Background: an optimization exercise with open tools, aiming at small area and a short achievable clock period. Do not read the settings as production practice.
In this exercise RTL edits were held to simulation tests only and were not proved equivalent to the original.

build 41:
Design cwu_codec, start of the top module:
module cwu_codec (
    input  wire        clk,
    input  wire        rst,
    input  wire        enc_valid,
    input  wire [63:0] enc_data,
    input  wire [35:0] enc_h,
    input  wire [2:0]  enc_word,
    input  wire        enc_poison,
    output reg         enc_out_valid,
    output reg  [23:0] enc_check,
    input  wire        dec_valid,
    input  wire [63:0] dec_data,
    input  wire [23:0] dec_check,
    input  wire [35:0] dec_h,
    input  wire [2:0]  dec_word,
    input  wire        dec_erase_en,
    input  wire [3:0]  dec_erase_dev,
    output reg         dec_out_valid,
    output reg  [63:0] dec_out_data,
    output reg  [2:0]  dec_outcome,
    output reg  [3:0]  dec_position,
    output reg  [23:0] dec_synd
);
For scale: roughly 2200 cells after synthesis, roughly 220 flip-flops, ~360 I/O pins, ~20000 um^2 of cells after synthesis.
Settings: LEC_CHECK=0, CAP_MARGIN=20, CORE_MARGIN=2, CORE_UTILIZATION=45, GPL_ROUTABILITY_DRIVEN=1, SLEW_MARGIN=20; clock period 28.0 ns.
standard.sh (not shown) runs the stock make flow with config.mk's settings and CLKGATE_MAP_FILE= SYNTH_SCRIPT=/design/flow/synth_recipe.tcl, a recipe that flattens the netlist after the stock synthesis.
==> flow/flow/run.sh <==
#!/bin/bash
# Own flow: the standard layout (standard.sh) with two changes:
#  - ABC maps the logic with flow/abc.script (an area-oriented mapping
#    followed by ABC's buffering and sizing) instead of ORFS's
#    abc_speed/abc_area script; the synthesis passes before and after ABC
#    are standard.sh's own (synth_recipe.tcl);
#  - repair_timing aims for SETUP_SLACK_MARGIN=20.5 ns of setup slack;
#  - the port buffers that global placement inserts on every input and
#    output are sky130_fd_sc_hd__buf_1 cells.
# Each tool's output is in orfs/logs/ (per step) and make_flow.log.
set -euo pipefail
W=$(pwd)
cp flow/abc.script "$W/abc_custom.script"
cat > "$W/custom_synth.tcl" <<EOT
proc abc {args} {
  set i [lsearch -exact \$args -script]
  if {\$i >= 0} { lset args [expr {\$i + 1}] $W/abc_custom.script }
  puts "custom abc script: $W/abc_custom.script"
  yosys abc {*}\$args
}
source $W/synth_recipe.tcl
EOT
sed -e "s#SYNTH_SCRIPT=[^ ]*#SYNTH_SCRIPT=$W/custom_synth.tcl 'BUFFER_PORTS_ARGS=-buffer_cell sky130_fd_sc_hd__buf_1' SETUP_SLACK_MARGIN=20.5#" standard.sh > "$W/custom_standard.sh"
grep -q "SYNTH_SCRIPT=$W/custom_synth.tcl" "$W/custom_standard.sh"
bash "$W/custom_standard.sh" > "$W/make_flow.log" 2>&1
==> flow/flow/abc.script <==
strash
ifraig
scorr
dc2
dch -f
&get -n
&st
&dch
&nf -R 1000
&put
topo
Input-level comparison between build 63 and build 41:
# build 41
export LEC_CHECK = 0
export CAP_MARGIN = 20
export CORE_MARGIN = 2
export CORE_UTILIZATION = 45
export GPL_ROUTABILITY_DRIVEN = 1
export SLEW_MARGIN = 20
create_clock -name core_clock -period 28.0 [get_ports {clk}]
# build 63
export LEC_CHECK = 0
export CAP_MARGIN = 20
export CORE_MARGIN = 2
export CORE_UTILIZATION = 50
export GPL_ROUTABILITY_DRIVEN = 1
export SLEW_MARGIN = 20
create_clock -name core_clock -period 28.0 [get_ports {clk}]
--- a/flow/flow/run.sh
+++ b/flow/flow/run.sh
@@ -6,3 +6,3 @@
 #    are standard.sh's own (synth_recipe.tcl);
-#  - repair_timing aims for SETUP_SLACK_MARGIN=20.5 ns of setup slack;
+#  - repair_timing aims for SETUP_SLACK_MARGIN=20.6 ns of setup slack;
 #  - the port buffers that global placement inserts on every input and
@@ -22,3 +22,3 @@
 EOT
-sed -e "s#SYNTH_SCRIPT=[^ ]*#SYNTH_SCRIPT=$W/custom_synth.tcl 'BUFFER_PORTS_ARGS=-buffer_cell sky130_fd_sc_hd__buf_1' SETUP_SLACK_MARGIN=20.5#" standard.sh > "$W/custom_standard.sh"
+sed -e "s#SYNTH_SCRIPT=[^ ]*#SYNTH_SCRIPT=$W/custom_synth.tcl 'BUFFER_PORTS_ARGS=-buffer_cell sky130_fd_sc_hd__buf_1' SETUP_SLACK_MARGIN=20.6#" standard.sh > "$W/custom_standard.sh"
 grep -q "SYNTH_SCRIPT=$W/custom_synth.tcl" "$W/custom_standard.sh"
--- a/flow/flow/abc.script
+++ b/flow/flow/abc.script
@@ -8,3 +8,3 @@
 &dch
-&nf -R 1000
+&nf -R 1000 -E 10
 &put
==> comparison <==
Build 63 vs build 41: number of antenna violations at the first check in global routing up. The worst endpoint data arrival time reported for build 63 is smaller than that of build 41 by 100 ps. When build 63 is measured against build 41, its first-iteration DRC count turns out 222 lower. Build 63 vs. build 41: wire length after detailed routing saw a decrease, number of ordinary and repair buffers in the finished layout now sits at about the same level.
diff inputs: build 63 => build 59
--- a/flow/flow/run.sh
+++ b/flow/flow/run.sh
@@ -6,5 +6,4 @@
 #    are standard.sh's own (synth_recipe.tcl);
-#  - repair_timing aims for SETUP_SLACK_MARGIN=20.6 ns of setup slack;
 #  - the port buffers that global placement inserts on every input and
-#    output are sky130_fd_sc_hd__buf_1 cells.
+#    output are sky130_fd_sc_hd__buf_2 cells.
 # Each tool's output is in orfs/logs/ (per step) and make_flow.log.
@@ -22,3 +21,3 @@
 EOT
-sed -e "s#SYNTH_SCRIPT=[^ ]*#SYNTH_SCRIPT=$W/custom_synth.tcl 'BUFFER_PORTS_ARGS=-buffer_cell sky130_fd_sc_hd__buf_1' SETUP_SLACK_MARGIN=20.6#" standard.sh > "$W/custom_standard.sh"
+sed -e "s#SYNTH_SCRIPT=[^ ]*#SYNTH_SCRIPT=$W/custom_synth.tcl 'BUFFER_PORTS_ARGS=-buffer_cell sky130_fd_sc_hd__buf_2'#" standard.sh > "$W/custom_standard.sh"
 grep -q "SYNTH_SCRIPT=$W/custom_synth.tcl" "$W/custom_standard.sh"
==> flow/flow/abc.script <==
strash
ifraig
scorr
dc2
dch -f
&get -n
&st
&dch
&nf -R 1000
&put
buffer -c
topo
stime -c
upsize -c
dnsize -c
### Flow results
Build 59 completed end to end with timing, DRC and antenna clean.
Cmp build 63 and build 59 / aggregate global-route resource usage / higher: build 63
NOTE count of fill cells added during filler insertion build 63->build 59 increased by more than 10%
Standard cell with the maximum stage delay on the critical path: sky130_fd_sc_hd__dfxtp_1 -> build 59, sky130_fd_sc_hd__xnor2_1 -> build 63
Looking at highest signal layer in the routed design, the met5 result is from build 63; the met4 one comes from build 59.
Changes in build 64 relative to build 59:
--- a/flow/flow/run.sh
+++ b/flow/flow/run.sh
@@ -6,2 +6,3 @@
 #    are standard.sh's own (synth_recipe.tcl);
+#  - repair_timing aims for SETUP_SLACK_MARGIN=20 ns of setup slack;
 #  - the port buffers that global placement inserts on every input and
@@ -21,3 +22,3 @@
 EOT
-sed -e "s#SYNTH_SCRIPT=[^ ]*#SYNTH_SCRIPT=$W/custom_synth.tcl 'BUFFER_PORTS_ARGS=-buffer_cell sky130_fd_sc_hd__buf_2'#" standard.sh > "$W/custom_standard.sh"
+sed -e "s#SYNTH_SCRIPT=[^ ]*#SYNTH_SCRIPT=$W/custom_synth.tcl 'BUFFER_PORTS_ARGS=-buffer_cell sky130_fd_sc_hd__buf_2' SETUP_SLACK_MARGIN=20#" standard.sh > "$W/custom_standard.sh"
 grep -q "SYNTH_SCRIPT=$W/custom_synth.tcl" "$W/custom_standard.sh"
## What came out
Between build 64 and build 59, the difference in multi-input logic portion of the cell area is negligible.
From build 59 to build 64, site row count did not move at all.
Biggest cell delay along the critical path is lower on build 64
Per the comparison of build 64 with build 59, sum of routed wire length over all layers moved up, cell area increased about 1.2%.
The global routing usage on met1 on build 59 is in line with that on build 64.


Setup of v29:
cwu_codec again, from the RTL that the note above started with.
export LEC_CHECK = 0
export CAP_MARGIN = 20
export CORE_MARGIN = 2
export CORE_UTILIZATION = 50
export GPL_ROUTABILITY_DRIVEN = 1
export SLEW_MARGIN = 20
create_clock -name core_clock -period 28.0 [get_ports {clk}]
==> flow/flow/run.sh <==
#!/bin/bash
# Own flow: the standard layout (standard.sh) with two changes:
#  - ABC maps the logic with flow/abc.script (an area-oriented mapping
#    followed by ABC's buffering and sizing) instead of ORFS's
#    abc_speed/abc_area script; the synthesis passes before and after ABC
#    are standard.sh's own (synth_recipe.tcl);
#  - repair_timing aims for SETUP_SLACK_MARGIN=20.7 ns of setup slack;
#  - the port buffers that global placement inserts on every input and
#    output are sky130_fd_sc_hd__buf_1 cells.
# Each tool's output is in orfs/logs/ (per step) and make_flow.log.
set -euo pipefail
W=$(pwd)
cp flow/abc.script "$W/abc_custom.script"
cat > "$W/custom_synth.tcl" <<EOT
proc abc {args} {
  set i [lsearch -exact \$args -script]
  if {\$i >= 0} { lset args [expr {\$i + 1}] $W/abc_custom.script }
  puts "custom abc script: $W/abc_custom.script"
  yosys abc {*}\$args
}
source $W/synth_recipe.tcl
EOT
sed -e "s#SYNTH_SCRIPT=[^ ]*#SYNTH_SCRIPT=$W/custom_synth.tcl 'BUFFER_PORTS_ARGS=-buffer_cell sky130_fd_sc_hd__buf_1' SETUP_SLACK_MARGIN=20.7#" standard.sh > "$W/custom_standard.sh"
grep -q "SYNTH_SCRIPT=$W/custom_synth.tcl" "$W/custom_standard.sh"
bash "$W/custom_standard.sh" > "$W/make_flow.log" 2>&1
==> flow/flow/abc.script <==
strash
ifraig
scorr
dc2
dch -f
&get -n
&st
&dch
&nf -R 1000
&put
topo
Inputs modified between v29 and v51:
- CTS_CLUSTER_DIAMETER: unset -> 100
- CTS_CLUSTER_SIZE: unset -> 30
diff --git a/flow/flow/run.sh b/flow/flow/run.sh
--- a/flow/flow/run.sh
+++ b/flow/flow/run.sh
@@ -7 +7 @@
-#  - repair_timing aims for SETUP_SLACK_MARGIN=20.7 ns of setup slack;
+#  - repair_timing aims for SETUP_SLACK_MARGIN=20.4 ns of setup slack;
@@ -23 +23 @@
-sed -e "s#SYNTH_SCRIPT=[^ ]*#SYNTH_SCRIPT=$W/custom_synth.tcl 'BUFFER_PORTS_ARGS=-buffer_cell sky130_fd_sc_hd__buf_1' SETUP_SLACK_MARGIN=20.7#" standard.sh > "$W/custom_standard.sh"
+sed -e "s#SYNTH_SCRIPT=[^ ]*#SYNTH_SCRIPT=$W/custom_synth.tcl 'BUFFER_PORTS_ARGS=-buffer_cell sky130_fd_sc_hd__buf_1' SETUP_SLACK_MARGIN=20.4#" standard.sh > "$W/custom_standard.sh"
Notes after the runs:
- v51: full flow OK, the timing, design-rule and antenna checks passed
- Re cell count: v29 was higher than v51.
- Looking at start point of the critical path, the enc_data[25] result is from v29; the dec_h[22] one comes from v51.
- From v29 to v51 the numbers moved as follows: pre-CTS setup slack decreased 0.17 ns, area of all placed cells without fillers decreased 5.9%, clock-cell share of area decreased 1.1 points.
- v51 reports a lower share of the core filled with cells in the final layout than v29 does.
For v57, these inputs were changed with respect to v51:
- PLACE_DENSITY newly set to 0.7
- CTS_CLUSTER_SIZE removed (was 30)
- CTS_CLUSTER_DIAMETER removed (was 100)
diff --git a/flow/flow/run.sh b/flow/flow/run.sh
--- a/flow/flow/run.sh
+++ b/flow/flow/run.sh
@@ -7 +7 @@
-#  - repair_timing aims for SETUP_SLACK_MARGIN=20.4 ns of setup slack;
+#  - repair_timing aims for SETUP_SLACK_MARGIN=20.5 ns of setup slack;
@@ -23 +23 @@
-sed -e "s#SYNTH_SCRIPT=[^ ]*#SYNTH_SCRIPT=$W/custom_synth.tcl 'BUFFER_PORTS_ARGS=-buffer_cell sky130_fd_sc_hd__buf_1' SETUP_SLACK_MARGIN=20.4#" standard.sh > "$W/custom_standard.sh"
+sed -e "s#SYNTH_SCRIPT=[^ ]*#SYNTH_SCRIPT=$W/custom_synth.tcl 'BUFFER_PORTS_ARGS=-buffer_cell sky130_fd_sc_hd__buf_1' SETUP_SLACK_MARGIN=20.5#" standard.sh > "$W/custom_standard.sh"
### Flow results
Summary of v57 over v51: overall routed net length saw an increase, number of global-route vias before repair closely matched the old numbers.
v57 vs. v51: register share of the cell area went down by 0.58 points.
diff inputs: v57 => v11
- removing PLACE_DENSITY (formerly 0.7)
diff --git a/flow/flow/run.sh b/flow/flow/run.sh
--- a/flow/flow/run.sh
+++ b/flow/flow/run.sh
@@ -2,5 +2,4 @@
-# Own flow: the standard layout (standard.sh) with two changes:
-#  - ABC maps the logic with flow/abc.script (an area-oriented mapping
-#    followed by ABC's buffering and sizing) instead of ORFS's
-#    abc_speed/abc_area script; the synthesis passes before and after ABC
-#    are standard.sh's own (synth_recipe.tcl);
+# Own flow: the standard layout (standard.sh) with these changes:
+#  - ABC maps the logic with flow/abc.script (an area-oriented mapping)
+#    instead of ORFS's abc_speed/abc_area script; the synthesis passes
+#    before and after ABC are standard.sh's own (synth_recipe.tcl);
[summary]
Sort v11 and v57 by global-route usage asc -> top: v11. Looking at global-route met2 utilization, v11 sits 0.43 points above v57. Of the two values seen for start point of the critical path, dec_data[30] was produced by v11 and dec_data[14] by v57. Comparing v11 and v57, the higher area added between synthesis and finish is on v57. v57 → v11: number of enable-type register cells in the synthesized netlist roughly the same, number of signal-net inverters in the final layout saw little to no change.
Relative to v11, the following input files were edited for v23:
==> flow/flow/run.sh <==
#!/bin/bash
# Own flow: the standard layout (standard.sh) with two changes:
#  - ABC maps the logic with flow/abc.script (an area-oriented mapping
#    followed by ABC's buffering and sizing) instead of ORFS's
#    abc_speed/abc_area script; the synthesis passes before and after ABC
#    are standard.sh's own (synth_recipe.tcl);
#  - the port buffers that global placement inserts on every input and
#    output are sky130_fd_sc_hd__buf_2 cells.
# Each tool's output is in orfs/logs/ (per step) and make_flow.log.
set -euo pipefail
W=$(pwd)
cp flow/abc.script "$W/abc_custom.script"
cat > "$W/custom_synth.tcl" <<EOT
proc abc {args} {
  set i [lsearch -exact \$args -script]
  if {\$i >= 0} { lset args [expr {\$i + 1}] $W/abc_custom.script }
  puts "custom abc script: $W/abc_custom.script"
  yosys abc {*}\$args
}
source $W/synth_recipe.tcl
EOT
sed -e "s#SYNTH_SCRIPT=[^ ]*#SYNTH_SCRIPT=$W/custom_synth.tcl 'BUFFER_PORTS_ARGS=-buffer_cell sky130_fd_sc_hd__buf_2' SETUP_SLACK_MARGIN=20#" standard.sh > "$W/custom_standard.sh"
grep -q "SYNTH_SCRIPT=$W/custom_synth.tcl" "$W/custom_standard.sh"
bash "$W/custom_standard.sh" > "$W/make_flow.log" 2>&1
==> flow/flow/abc.script <==
strash
ifraig
scorr
dc2
dch -f
&get -n
&st
&dch
&nf -R 1000
&put
buffer -c
topo
stime -c
upsize -c
dnsize -c
==> comparison <==
v23 closes out successfully: all stages finished, all timing, DRC and antenna checks passed. Of the two values seen for last element of the critical path, dec_out_data[29]$_DFF_P_ was produced by v23 and r_s2[2]$_DFF_P_ by v11. Number of standard cells in the layout, taps in and fillers out was higher in the run labelled v11. When the final numbers for v23 and v11 were put side by side, the buffer count excluding the clock tree in the final layout turned out to be greater in v11. Relative to v11, the wire length of the first global-routing pass measured on v23 has increased slightly. As far as worst clock skew on the final layout is concerned, v11 and v23 perform about the same. Count of inserted antenna diode cells down 1 in v23 wrt v11. Between v11 and v23, worst-margin pin slew decreased. Between v11 and v23, the flow reports total routed wire length on the met1 layer increasing by a few percent. Comparing v23 and v11, the lower sequential fraction of the synthesis area was measured on v23. On cell depth of the worst flop-to-flop path: between v23 and v11, it ends up lower for v11.
### v23 -> v40
diff --git a/flow/flow/run.sh b/flow/flow/run.sh
--- a/flow/flow/run.sh
+++ b/flow/flow/run.sh
@@ -22 +22 @@
-sed -e "s#SYNTH_SCRIPT=[^ ]*#SYNTH_SCRIPT=$W/custom_synth.tcl 'BUFFER_PORTS_ARGS=-buffer_cell sky130_fd_sc_hd__buf_2' SETUP_SLACK_MARGIN=20#" standard.sh > "$W/custom_standard.sh"
+sed -e "s#SYNTH_SCRIPT=[^ ]*#SYNTH_SCRIPT=$W/custom_synth.tcl 'BUFFER_PORTS_ARGS=-buffer_cell sky130_fd_sc_hd__buf_2' SETUP_SLACK_MARGIN=22#" standard.sh > "$W/custom_standard.sh"
Findings:
As the logs show, v40 stopped at global routing (5_1_grt) after a tool error, so it never reached the end of the flow.
The higher total clock buffers created by CTS of v40 and v23 is in v40.
Comparing v40 with v23, the async set-reset flop share out of synthesis came out essentially unchanged.
[compare] base=v23 new=v40: detailed placement HPWL roughly the same, instance area at placement higher, global placement routability congestion lower, total setup buffers inserted after CTS higher, count of cells resized by post-cts repair higher.
Between v23 and v40, the instance count after placement with tap cells included figures differ only marginally.
Comparing v40 and v23, the lower worst setup slack after placement is on v23.
As far as synthesized cell count goes, v23 and v40 are indistinguishable; the numbers are identical.

port drivers added, routing unchanged:
Ports are ideal in the flow. The routed layouts listed here were re-timed in OpenROAD. Step 1 assumes that a clkbuf_16 drives the clock port and a buf_2 every other input. Step 2 adds t to the input delays and takes it off the output delays; t is the mean of the earliest and latest rising clock arrival at the registers after step 1. Input paths then give back, and output paths get back, about the clock's delay inside the block. Slacks: no drivers / after step 1 / after step 2; pairs: no drivers / after step 1.
run | t, ns | slack for setup (ns) | slew at the worst register clock pin (ns)
build 41 | 0.624 | 20.544 / 20.578 / 19.954 | 0.07 / 0.07
build 63 | 0.626 | 20.611 / 20.638 / 20.012 | 0.07 / 0.07
build 59 | 0.617 | 18.775 / 18.775 / 18.775 | 0.07 / 0.07
build 64 | 0.617 | 20.161 / 20.161 / 19.820 | 0.07 / 0.07
v29 | 0.619 | 20.604 / 20.643 / 20.025 | 0.07 / 0.07
v51 | 0.574 | 20.398 / 20.425 / 19.851 | 0.11 / 0.11
v57 | 0.623 | 20.490 / 20.519 / 19.895 | 0.07 / 0.07
v11 | 0.623 | 20.544 / 20.575 / 19.951 | 0.08 / 0.08
v23 | 0.617 | 20.161 / 20.161 / 19.820 | 0.07 / 0.07
After both steps setup and hold are still met in every run listed. For build 63, which loses most, drivers alone change the setup slack by +0.027 ns; drivers and shift together by -0.599 ns.
